Background: an optimization exercise with open tools, aiming at small area, a short achievable clock period and few clock cycles per item. Do not read the settings as production practice. In this exercise RTL edits were held to simulation tests only and were not proved equivalent to the original. No activity file was given, so power comes from the tool's default toggle rates.

--- flow/design.v ---
module fe_csa31 (
    input  wire [4:0] x,
    input  wire [4:0] y,
    input  wire [4:0] z,
    output wire [4:0] s,
    output wire [4:0] c
);
    wire [4:0] m = (x & y) | (x & z) | (y & z);
    assign s = x ^ y ^ z;
    assign c = {m[3:0], m[4]};
endmodule
module fe_res31z (
    input  wire [47:0] x,
    input  wire [4:0]  k,
    output wire        z
);
    wire [4:0] o9 = {2'b00, ~x[47], x[46], x[45]};
    wire [4:0] s1, c1, s2, c2, s3, c3, s4, c4, s5, c5;
    wire [4:0] s6, c6, s7, c7, s8, c8, s9, c9;
    fe_csa31 u1 (x[4:0],   x[9:5],   x[14:10], s1, c1);
    fe_csa31 u2 (x[19:15], x[24:20], x[29:25], s2, c2);
    fe_csa31 u3 (x[34:30], x[39:35], x[44:40], s3, c3);
    fe_csa31 u4 (o9,       k,        s1,       s4, c4);
    fe_csa31 u5 (c1,       s2,       c2,       s5, c5);
    fe_csa31 u6 (s3,       c3,       s4,       s6, c6);
    fe_csa31 u7 (c4,       s5,       c5,       s7, c7);
    fe_csa31 u8 (s6,       c6,       s7,       s8, c8);
    fe_csa31 u9 (c7,       s8,       c8,       s9, c9);
    wire s0 = (s9 == 5'd0) || (s9 == 5'd31);
    wire c0 = (c9 == 5'd0) || (c9 == 5'd31);
    assign z = (c9 == ~s9) || (s0 && c0);
endmodule
module fe_divsqrt (
    input  wire        clk,
    input  wire        rst,       
    input  wire        start,
    input  wire        op,        
    input  wire [47:0] a,
    input  wire [47:0] b,
    input  wire [4:0]  ra,
    input  wire [4:0]  rb,
    output wire        ready,
    output reg         done,
    output wire [47:0] y,
    output wire [4:0]  ry,
    output wire        divz,
    output wire        sqneg,
    output wire        sat,
    output reg         rerr
);
    function [4:0] k_sub;
        input [4:0] r;
        begin
            k_sub = (r <= 5'd27) ? (5'd27 - r) : (5'd27 + 5'd31 - r);
        end
    endfunction
    function [4:0] k_add;
        input [4:0] r;
        begin
            k_add = (r <= 5'd2) ? (r + 5'd28) : (r - 5'd3);
        end
    endfunction
    localparam [1:0] S_IDLE = 2'd0, S_PREP = 2'd1, S_RUN = 2'd2, S_FIX = 2'd3;
    reg  [1:0]  st;
    reg  [1:0]  ph;            
    reg         op_r;
    reg         a_neg;
    reg         q_neg;
    reg         b_zero;
    reg         cin;
    reg  [4:0]  ka, kb;        
    reg  [6:0]  cnt;           
    reg         lead;          
    reg         ovf;           
    reg         f47;           
    reg         nzlow;         
    reg         use_c;         
    reg  [4:0]  acc;           
    reg  [47:0] R, Q, D;
    assign ready = (st == S_IDLE);
    wire [47:0] C = {R[0], Q[47:1]};
    wire        neg_en = (st != S_RUN);
    reg  [47:0] below;         
    integer k;
    always @(*) begin
        below[0] = 1'b0;
        for (k = 1; k < 48; k = k + 1)
            below[k] = below[k-1] | C[k-1];
    end
    wire [47:0] negC = C ^ (below & {48{neg_en}});
    wire [47:0] X  = {R[46:0], Q[47]};
    wire [48:0] Zs = {1'b0, X} + {1'b0, D} + {48'd0, cin};
    wire        ok = Zs[48];             
    wire [47:0] W  = ok ? Zs[47:0] : X;
    wire [47:0] V = ~D;                  
    reg  [48:0] G;                       
    integer j;
    always @(*) begin
        G[48] = 1'b0;
        for (j = 47; j >= 0; j = j - 1)
            G[j] = G[j+1] | V[j];
    end
    wire [55:0] Xs = {R, Q[47:40]};
    wire        div_skip = ~|(Xs & ~{8'd0, G[48:1]});
    wire        sq_skip  = lead && !R[0] && (Q[47:41] == 7'd0);
    wire        skip     = (cnt >= 7'd9) && (op_r ? sq_skip : div_skip);
    wire [6:0]  pos      = cnt - 7'd1;   
    wire        last     = op_r ? (cnt == 7'd2) : (cnt == 7'd1);
    wire        hi_ok    = !op_r && ok && (pos >= 7'd48);
    wire        p47_ok   = !op_r && ok && (pos == 7'd47);
    wire        rz;
    fe_res31z u_res (.x(ph == 2'd0 ? C : D), .k(ph == 2'd0 ? ka : kb), .z(rz));
    wire [4:0]  acc2     = {acc[3:0], acc[4]};
    wire [4:0]  acc_n    = (ok && acc2 == 5'd30) ? 5'd0 : acc2 + {4'd0, ok};
    wire [47:0] cval = q_neg ? 48'h8000_0000_0000 : 48'h7FFF_FFFF_FFFF;
    assign y = use_c ? cval : (op_r ? {12'd0, ~D[37:2]} : C);
    wire [4:0] accn = (acc == 5'd0) ? 5'd0 : ~acc;
    assign ry = use_c ? (q_neg ? 5'd27 : 5'd3) : ((!op_r && q_neg) ? accn : acc);
    assign divz  = !op_r && b_zero;
    assign sqneg = op_r && a_neg;
    assign sat   = use_c && !b_zero;
    wire        end_ovf  = ovf || hi_ok || (p47_ok && !q_neg);
    always @(posedge clk) begin
        if (rst) begin
            st   <= S_IDLE;
            done <= 1'b0;
        end else begin
            done <= 1'b0;
            case (st)
            S_IDLE: begin
                op_r   <= op;
                a_neg  <= a[47];
                q_neg  <= a[47] ^ b[47];
                b_zero <= (b == 48'd0);
                cin    <= op | ~b[47];
                ka     <= k_sub(ra);
                kb     <= b[47] ? k_sub(rb) : k_add(rb);
                rerr   <= (ra == 5'd31) || (!op && rb == 5'd31);
                cnt    <= op ? 7'd72 : 7'd71;
                ph     <= 2'd0;
                lead   <= 1'b1;
                ovf    <= !op && (b == 48'd0);
                f47    <= 1'b0;
                nzlow  <= 1'b0;
                use_c  <= 1'b0;
                acc    <= 5'd0;
                if (start)
                    st <= (!op && a[47]) ? S_PREP : S_RUN;
            end
            S_PREP: begin
                ph <= 2'd1;
                if (!rz) rerr <= 1'b1;
                st <= S_RUN;
            end
            S_RUN: begin
                if (ph != 2'd2) ph <= ph + 2'd1;
                if (ph == 2'd0 && !rz) rerr <= 1'b1;
                if (ph == 2'd1 && !op_r && !rz) rerr <= 1'b1;
                if (op_r && a_neg) begin
                    st   <= S_IDLE;
                    done <= 1'b1;
                end else if (end_ovf && (op_r || ph != 2'd0)) begin
                    st    <= S_IDLE;
                    done  <= 1'b1;
                    use_c <= 1'b1;
                end else if (skip && !ovf) begin
                    cnt <= cnt - 7'd8;
                    acc <= {acc[1:0], acc[4:2]};    
                end else begin
                    cnt <= cnt - (op_r ? 7'd2 : 7'd1);
                    acc <= acc_n;
                    if (ok) lead <= 1'b0;
                    if (hi_ok) ovf <= 1'b1;
                    if (p47_ok) f47 <= 1'b1;
                    if (!op_r && ok && pos < 7'd47) nzlow <= 1'b1;
                    if (last) begin
                        if (!op_r && q_neg) begin
                            st <= S_FIX;
                        end else begin
                            st   <= S_IDLE;
                            done <= 1'b1;
                        end
                    end
                end
            end
            S_FIX: begin
                st    <= S_IDLE;
                done  <= 1'b1;
                use_c <= f47 && nzlow;
            end
            endcase
        end
    end
    always @(posedge clk) begin
        if (st == S_IDLE) begin
            R <= {47'd0, a[47]};
            Q <= {a[46:0], 1'b0};
            D <= op ? 48'hFFFF_FFFF_FFFE : (b ^ {48{~b[47]}});
        end else if (st != S_RUN) begin
            R <= {47'd0, negC[47]};
            Q <= {negC[46:0], 1'b0};
        end else if (skip) begin
            R <= Xs[47:0];
            Q <= {Q[39:0], 8'd0};
        end else if (op_r || last) begin
            R <= {W[46:0], Q[46]};
            Q <= {Q[45:0], ok & !op_r, 1'b0};
            if (op_r && !a_neg)
                D <= {D[46:2], ~ok, 2'b10};
        end else begin
            R <= W;
            Q <= {Q[46:0], ok};
        end
    end
endmodule
--- flow/run.sh ---
#!/bin/bash
# synth_recipe.tcl (not shown) runs the flow's synth.tcl, then flattens the netlist and writes it again
# the make line also repeats each setting of config.mk as NAME=value (left out here)
make -C /OpenROAD-flow-scripts/flow DESIGN_CONFIG=/design/flow/config.mk WORK_HOME=/design/flow/orfs CLKGATE_MAP_FILE= SYNTH_SCRIPT=/design/flow/synth_recipe.tcl finish
--- flow/config.mk ---
export PLATFORM = sky130hd
export DESIGN_NAME = fe_divsqrt
export DESIGN_NICKNAME = fe_divsqrt
export VERILOG_FILES = /design/flow/design.v
export SDC_FILE = /design/flow/constraint.sdc
export NUM_CORES = 4
export LEC_CHECK = 0
export ABC_CLOCK_PERIOD_IN_PS = 4000
export CAP_MARGIN = 20
export CORE_MARGIN = 2
export CORE_UTILIZATION = 40
export PLACE_DENSITY = 0.6
export SETUP_SLACK_MARGIN = 5
export SLEW_MARGIN = 20
--- flow/constraint.sdc ---
create_clock -name core_clock -period 10.5 [get_ports {clk}]
set_input_delay 2.1000 -clock core_clock [delete_from_list [all_inputs] [get_ports {clk}]]
set_output_delay 2.1000 -clock core_clock [all_outputs]
set_load 0.01 [all_outputs]
==> impl_metrics.toml, run 1 <==
[placed_design]
portBuffers = 168
place.detailed.hpwl_microns = 51600
placed_cells = 2827
pre_cts_ws_ps = 5050
placed_area_sq_mm = 0.0198
place.gp.congestion = 0.934

[drt]
drtIter0Drc = 2091
drt_pre_antenna_iters = 6
detail_route.drc_violations = 0
route.vias.total = 17900
routed_wire_length_microns = 69400
detail-route-antenna-nets = 0
wl_per_cell_microns = 24.3
viasPerCell = 6.25

[grt]
grt_antenna_before_repair = 1
grt_first_pass_wirelength_microns = 104000
via_count_of_the_first_global_routing_pass = 16600
grtUsageTotal_pct = 29.2
grt_overflow_total = 0
pin_count_of_the_biggest_net_entering_global_routing = 85

[critical_path]
cp.required_ps = 10620
number_of_cells_on_the_worst_reg_to_reg_path = 17
worst_setup_path_end_kind = "flip-flop"
worst-setup-path-type = "reg -> reg"
timing.critical_path.from_type = "flip-flop"
worstPathMaxFanout = 60
cp.arrival_ps = 5370

[pwr]
powerDensity_mw_per_mm2 = 353
max-vdd-ir-drop_mv = 0.440
totalPowerFinal_mw = 7.20
leakagePower_nw = 7.95

[outcome]
run_status = "timing/DRC/antenna clean"

[yosys]
synth-seq-cells = 182
syn_nets = 2455
synth.cell_area_sq_mm = 0.0178
synthesis.instances = 2220
synth-seq-area-share_pct = 25.2
cell_types_with_the_largest_area_share_after_synthesis = "sky130_fd_sc_hd__edfxtp_1 (14%), sky130_fd_sc_hd__dfxtp_1 (11%), sky130_fd_sc_hd__ha_1 (5.6%)"
ys_async_sr_fraction_pct = 0
synth-edff-count = 84
yosysWarningCount = 1
ys_types = 93
synth_top_area_share_pct = 14.2
ys_dominant_reg_cell = "sky130_fd_sc_hd__dfxtp_1"
postSynthAreaPerCell_sq_um = 8.02
netlist_top_cells_count = "sky130_fd_sc_hd__nand2_1 (212), sky130_fd_sc_hd__nor2_1 (212), sky130_fd_sc_hd__a21oi_1 (194)"
synth_largest_area_cell = "sky130_fd_sc_hd__edfxtp_1"

[timing]
worst_pin_slew_ps = 1100
fin_worst_hold_slack_ps = 540
max-slew-margin-rel_pct = 25.8
clock_skew_after_layout_ps = 21.0
finalSetupViolCount = 0
final_period_minus_worst_setup_slack_ps = 5250
fmaxAchievable_mhz = 190
final_critical_path_setup_slack_ps = 5250
setup_total_negative_slack_ps = 0
final.period_utilization_pct = 50.0
hold_viol = 0
final_max_slew_viol_count = 0
grt_setup_unrepaired = "false"

[min_path]
whs_path_depth = 2
class_of_the_worst_hold_path = "reg -> reg"

[final_layout]
fin_area_sq_mm = 0.0204
ff_latch_area_sq_mm = 0.00448
final_core_density_pct = 46.3
multi_input_area_sq_mm = 0.0123
post_route_cells_drive_above_1_share_pct = 7.54
nets = 2489
layout-area-overhead-vs-synth_pct = 14.5
post_layout_nonfiller_instances = 2860
n_fill_cell = 4353

[die]
initial_core_utilization_pct = 40.4
fp.coreArea_sq_mm = 0.0440
fp.dieArea_sq_mm = 0.0462
chipWidth_microns = 215
die_height_microns = 215
boundaryPins = 169
fp-row-count = 77

[clock_tree]
postCtsHoldBufs = 0
ctsLongestPathBuffers = 2
post_cts_resize_count = 0
clock_tree.root_cell = "sky130_fd_sc_hd__clkbuf_16"
cts_inserted_buffers = 17
htree_num_levels = 4
post_cts_buffers = 0
clock_sink_count = 182
cts_tree = "done"
cts.clk_slew.worst_paths_ps = 70
worst_skew_pair_later_pin_latency_ps = 460

[flow_run]
max_cap_viol_count = 0
## critical path: stages (launching register included)
cell and delay (ps):
sky130_fd_sc_hd__edfxtp_1 400, sky130_fd_sc_hd__inv_1 120, sky130_fd_sc_hd__ha_2 200, sky130_fd_sc_hd__buf_8 390, sky130_fd_sc_hd__mux2_2 410, sky130_fd_sc_hd__fa_1 530
sky130_fd_sc_hd__inv_1 50, sky130_fd_sc_hd__fa_1 490, sky130_fd_sc_hd__inv_1 50, sky130_fd_sc_hd__fa_1 500, sky130_fd_sc_hd__inv_1 50, sky130_fd_sc_hd__fa_1 460
sky130_fd_sc_hd__fa_1 590, sky130_fd_sc_hd__nor4_1 80, sky130_fd_sc_hd__nand4_1 90, sky130_fd_sc_hd__o41ai_1 70, sky130_fd_sc_hd__o22a_1 180, sky130_fd_sc_hd__nor4_1 250
## state kept, by name (all words and copies together), names as in the netlist, 2 cells and up
name	cells
st	2
Q	48
kb	5
acc	5
R	48
ph	2
D	48
ka	5
cnt	7
## area by class of cell
class                   instances  area share (%)
flip-flops and latches        182            22.0
well taps                     592            3.63
inverters                      87            1.60
clock buffers                  21            2.58
multi-input cells            1770            60.4
repair buffers                196            9.39
clock inverters                11           0.399
diodes                          1          0.0123
## kinds of logic after synthesis
group           share of synthesized area, %
fa+ha+maj                               10.7
compound gates                          25.1
xor+xnor                                5.85
mux                                     7.00
buf+inv                                 5.96
flops                                   25.2
simple gates                            20.2
## routing by layer
layer  track usage, %  part of all wire, %  vias up
met5                0                    0        -
met4             9.40                  3.0        0
met1             42.1                   45     8594
met3             6.68                  9.8      110
met2             43.1                   43      983
li1                 -                    -     8179
## path summary, 6_finish.rpt
check             startpoint    end  slack [ps]
setup / recovery       ph[0]   rerr        5250
hold / removal         R[19]  R[27]         540
setup reg to reg       ph[0]   rerr        5250
hold reg to reg        R[19]  R[27]         540
## power breakdown
part	switching (mW)	total, mW	internal, mW
Combinational	2.91	5.06	2.15
Clock	0.309	0.672	0.363
Sequential	0.503	1.48	0.973
Total	3.72	7.20	3.48
## cells in the final DEF (no fill, tap or decap), types with 10 or more instances in the layout
cell,Yosys,final
sky130_fd_sc_hd__clkdlybuf4s50_1,0,167
sky130_fd_sc_hd__clkbuf_16,0,21
sky130_fd_sc_hd__ha_1,79,76
sky130_fd_sc_hd__mux2_2,54,54
sky130_fd_sc_hd__nor2_1,212,210
sky130_fd_sc_hd__nand4_1,18,18
sky130_fd_sc_hd__or3_1,19,19
sky130_fd_sc_hd__nor3_1,47,47
sky130_fd_sc_hd__a211o_1,11,10
sky130_fd_sc_hd__xor2_1,73,73
sky130_fd_sc_hd__inv_1,83,83
sky130_fd_sc_hd__edfxtp_1,84,84
sky130_fd_sc_hd__a211oi_1,31,29
sky130_fd_sc_hd__nor4_1,26,26
sky130_fd_sc_hd__o31ai_1,17,16
sky130_fd_sc_hd__a21o_1,51,51
sky130_fd_sc_hd__and3_1,18,18
sky130_fd_sc_hd__a21oi_1,194,193
sky130_fd_sc_hd__a31oi_1,51,51
sky130_fd_sc_hd__nand2b_1,20,20
sky130_fd_sc_hd__xnor2_1,46,46
sky130_fd_sc_hd__nand3_1,108,108
sky130_fd_sc_hd__fa_1,46,46
sky130_fd_sc_hd__buf_4,3,26
sky130_fd_sc_hd__nor2b_1,14,13
sky130_fd_sc_hd__o21a_1,49,49
sky130_fd_sc_hd__mux2i_1,45,45
sky130_fd_sc_hd__dfxtp_1,98,98
sky130_fd_sc_hd__o21ai_0,77,77
sky130_fd_sc_hd__nand2_1,212,211
sky130_fd_sc_hd__o211ai_1,61,61
Testbench counts, summed over its fixed seeds: cycles 95,014, items 3,200.
==> run 2: changes to the inputs <==
--- a/flow/config.mk
+++ b/flow/config.mk
@@ -11,4 +11,3 @@
 export CORE_UTILIZATION = 40
 export PLACE_DENSITY = 0.6
-export SETUP_SLACK_MARGIN = 5
 export SLEW_MARGIN = 20
==> impl_metrics.toml, run 2 <==
[flow_run]
max_cap_viol_count = 0

[clock_tree]
post_cts_resize_count = 0
postCtsHoldBufs = 0
cts_inserted_buffers = 17
cts_tree = "done"
clock_sink_count = 182
htree_num_levels = 4
cts.clk_slew.worst_paths_ps = 70
post_cts_buffers = 0
ctsLongestPathBuffers = 2
worst_skew_pair_later_pin_latency_ps = 470
clock_tree.root_cell = "sky130_fd_sc_hd__clkbuf_16"

[grt]
grt_first_pass_wirelength_microns = 104000
pin_count_of_the_biggest_net_entering_global_routing = 88
grt_overflow_total = 0
grtUsageTotal_pct = 29.4
grt_antenna_before_repair = 1
via_count_of_the_first_global_routing_pass = 16600

[die]
boundaryPins = 169
fp-row-count = 77
initial_core_utilization_pct = 40.4
fp.coreArea_sq_mm = 0.0440
die_height_microns = 215
chipWidth_microns = 215
fp.dieArea_sq_mm = 0.0462

[critical_path]
rr_endpoint = "rerr"
worstPathMaxFanout = 60
worst_setup_path_end_kind = "flip-flop"
reg2reg_from = "ph[0]"
worst-setup-path-type = "reg -> reg"
cp.required_ps = 10640
timing.critical_path.from_type = "flip-flop"
ff2ff_setup_slack_ps = 4970
cp.arrival_ps = 5670
number_of_cells_on_the_worst_reg_to_reg_path = 17

[timing]
final_max_slew_viol_count = 0
final.period_utilization_pct = 52.7
clock_skew_after_layout_ps = 14.5
worst_pin_slew_ps = 1130
hold_viol = 0
grt_setup_unrepaired = "false"
final_critical_path_setup_slack_ps = 4970
final_period_minus_worst_setup_slack_ps = 5530
finalSetupViolCount = 0
fmaxAchievable_mhz = 181
setup_total_negative_slack_ps = 0
max-slew-margin-rel_pct = 24.4

[yosys]
synth-seq-cells = 182
yosysWarningCount = 1
synth-seq-area-share_pct = 25.2
ys_dominant_reg_cell = "sky130_fd_sc_hd__dfxtp_1"
synthesis.instances = 2220
postSynthAreaPerCell_sq_um = 8.02
synth_top_area_share_pct = 14.2
ys_types = 93
syn_nets = 2455
synth-edff-count = 84
netlist_top_cells_count = "sky130_fd_sc_hd__nand2_1 (212), sky130_fd_sc_hd__nor2_1 (212), sky130_fd_sc_hd__a21oi_1 (194)"
synth.cell_area_sq_mm = 0.0178
cell_types_with_the_largest_area_share_after_synthesis = "sky130_fd_sc_hd__edfxtp_1 (14%), sky130_fd_sc_hd__dfxtp_1 (11%), sky130_fd_sc_hd__ha_1 (5.6%)"
ys_async_sr_fraction_pct = 0
synth_largest_area_cell = "sky130_fd_sc_hd__edfxtp_1"

[min_path]
timing.hold.worst_endpoint = "st[0]"
whs_path_depth = 2
holdCritStartpoint = "st[0]"
class_of_the_worst_hold_path = "reg -> reg"

[drt]
drt_pre_antenna_iters = 8
wl_per_cell_microns = 24.4
drtIter0Drc = 2041
viasPerCell = 6.26
route.vias.total = 17900
detail_route.drc_violations = 0
routed_wire_length_microns = 69900
detail-route-antenna-nets = 0

[final_layout]
n_fill_cell = 4377
nets = 2490
post_route_cells_drive_above_1_share_pct = 7.59
leading_cell_type_in_the_layout_fill_and_taps_excluded = "sky130_fd_sc_hd__nand2_1"
post_layout_nonfiller_instances = 2861
mostFrequentLayoutCells = "sky130_fd_sc_hd__nand2_1 (211), sky130_fd_sc_hd__nor2_1 (210), sky130_fd_sc_hd__a21oi_1 (193)"
largest_registers = "D (48), Q (48), R (48)"
layout-area-overhead-vs-synth_pct = 14.5

[placed_design]
placed_cells = 2828
place.detailed.hpwl_microns = 52000
pre_cts_ws_ps = 4990
portBuffers = 168
place.gp.congestion = 0.927

[pwr]
powerDensity_mw_per_mm2 = 352
max-vdd-ir-drop_mv = 0.488
leakagePower_nw = 7.95

[outcome]
run_status = "timing/DRC/antenna clean"
run 2: cell counts after synthesis:
Identical to the previous run, type by type.
run 2: critical path, stage by stage, from the launching register on:
cell	delay (ps)
sky130_fd_sc_hd__edfxtp_1	400
sky130_fd_sc_hd__inv_1	120
sky130_fd_sc_hd__ha_2	180
sky130_fd_sc_hd__buf_4	620
sky130_fd_sc_hd__mux2_2	440
sky130_fd_sc_hd__fa_1	530
sky130_fd_sc_hd__inv_1	60
sky130_fd_sc_hd__fa_1	490
sky130_fd_sc_hd__inv_1	50
sky130_fd_sc_hd__fa_1	490
sky130_fd_sc_hd__inv_1	50
sky130_fd_sc_hd__fa_1	460
sky130_fd_sc_hd__fa_1	590
sky130_fd_sc_hd__nor4_1	80
sky130_fd_sc_hd__nand4_1	100
sky130_fd_sc_hd__o41ai_1	70
sky130_fd_sc_hd__o22a_1	180
sky130_fd_sc_hd__nor4_1	240
run 2: cell type report:
| class | count | area, sq um | share of cell area [%] |
|---|---|---|---|
| Multi-Input combinational cell | 1770 | 12300 | 60.4 |
| Sequential cell | 182 | 4480 | 22.0 |
| Timing Repair Buffer | 197 | 1910 | 9.39 |
| Tap cell | 592 | 741 | 3.63 |
| Clock buffer | 23 | 553 | 2.71 |
| Inverter | 87 | 327 | 1.60 |
| Clock inverter | 8 | 52.6 | 0.258 |
| Antenna cell | 2 | 5.00 | 0.0245 |
run 2: kinds of logic (layout without fill, tap and decap cells):
kind of cell | Yosys count | after routing | synth area share, %
and+or+nand+nor | 755 | 755 | 20.2
xor gates and xnor gates | 119 | 119 | 5.85
muxes | 108 | 108 | 7.00
other | 0 | 2 | 0
DFF | 182 | 182 | 25.2
adders and majority gates | 125 | 125 | 10.7
buffers and inverters | 268 | 315 | 5.96
AOI/OAI and AO/OA | 663 | 663 | 25.1
run 2: worst max path at each step:
stage	from	slack, ps	endpoint
floorplan	D[39]	4300	D[0]
global placement	ph[0]	5140	rerr
detailed placement	ph[0]	4990	rerr
CTS	ph[0]	4970	rerr
global route	ph[0]	4730	rerr
finish	ph[0]	4970	rerr
run 2: where the power goes:
part | switching (mW) | total (mW) | internal, mW
sequential | 0.513 | 1.49 | 0.973
combinational | 2.88 | 5.02 | 2.14
clock | 0.306 | 0.677 | 0.372
total | 3.69 | 7.18 | 3.49
run 2: routing by layer:
layer / track usage [%] / wire, microns / vias up
met5: 0 / 0 / -
met3: 7.13 / 7290 / 123
li1: - / - / 8180
met2: 42.8 / 29400 / 960
met1: 42.1 / 30800 / 8661
met4: 10.6 / 2330 / 0
run 2: through the flow:
stage                     cell area (sq um)  util, %  hold WS, ps  power (mW)
after CTS                             20400     46.3          537        7.10
after global routing                  20400     46.3          559        7.72
after global placement                19800     44.9          522        6.38
after floorplan                       17800        -          456        4.96
after detailed placement              19800     44.9          523        6.42
final                                 20400     46.3          544        7.18

re-timing with driven ports:
How much do the figures lean on ideal ports? The routed layouts below were timed once more, with nothing changed but the port constraints. Step 1: set_driving_cell puts a clkbuf_16 on clk and a buf_2 on each other input, an assumption about the parent block. Step 2 moves the port delays by t, midway between the first and last clock arrival at a register: inputs arrive t later, outputs are due t later. That takes back most of the time a late clock gives input paths. a / b / c = no drivers / after step 1 / after step 2; a / b = the first two.
| run | t, ns | setup WS [ns] | pins driven straight from the clock port |
|---|---|---|---|
| run 1 | 0.504 | 5.249 / 5.249 / 5.249 | 1 |
| run 2 | 0.510 | 4.968 / 4.968 / 4.968 | 1 |
After both steps setup and hold are still met in every run listed.
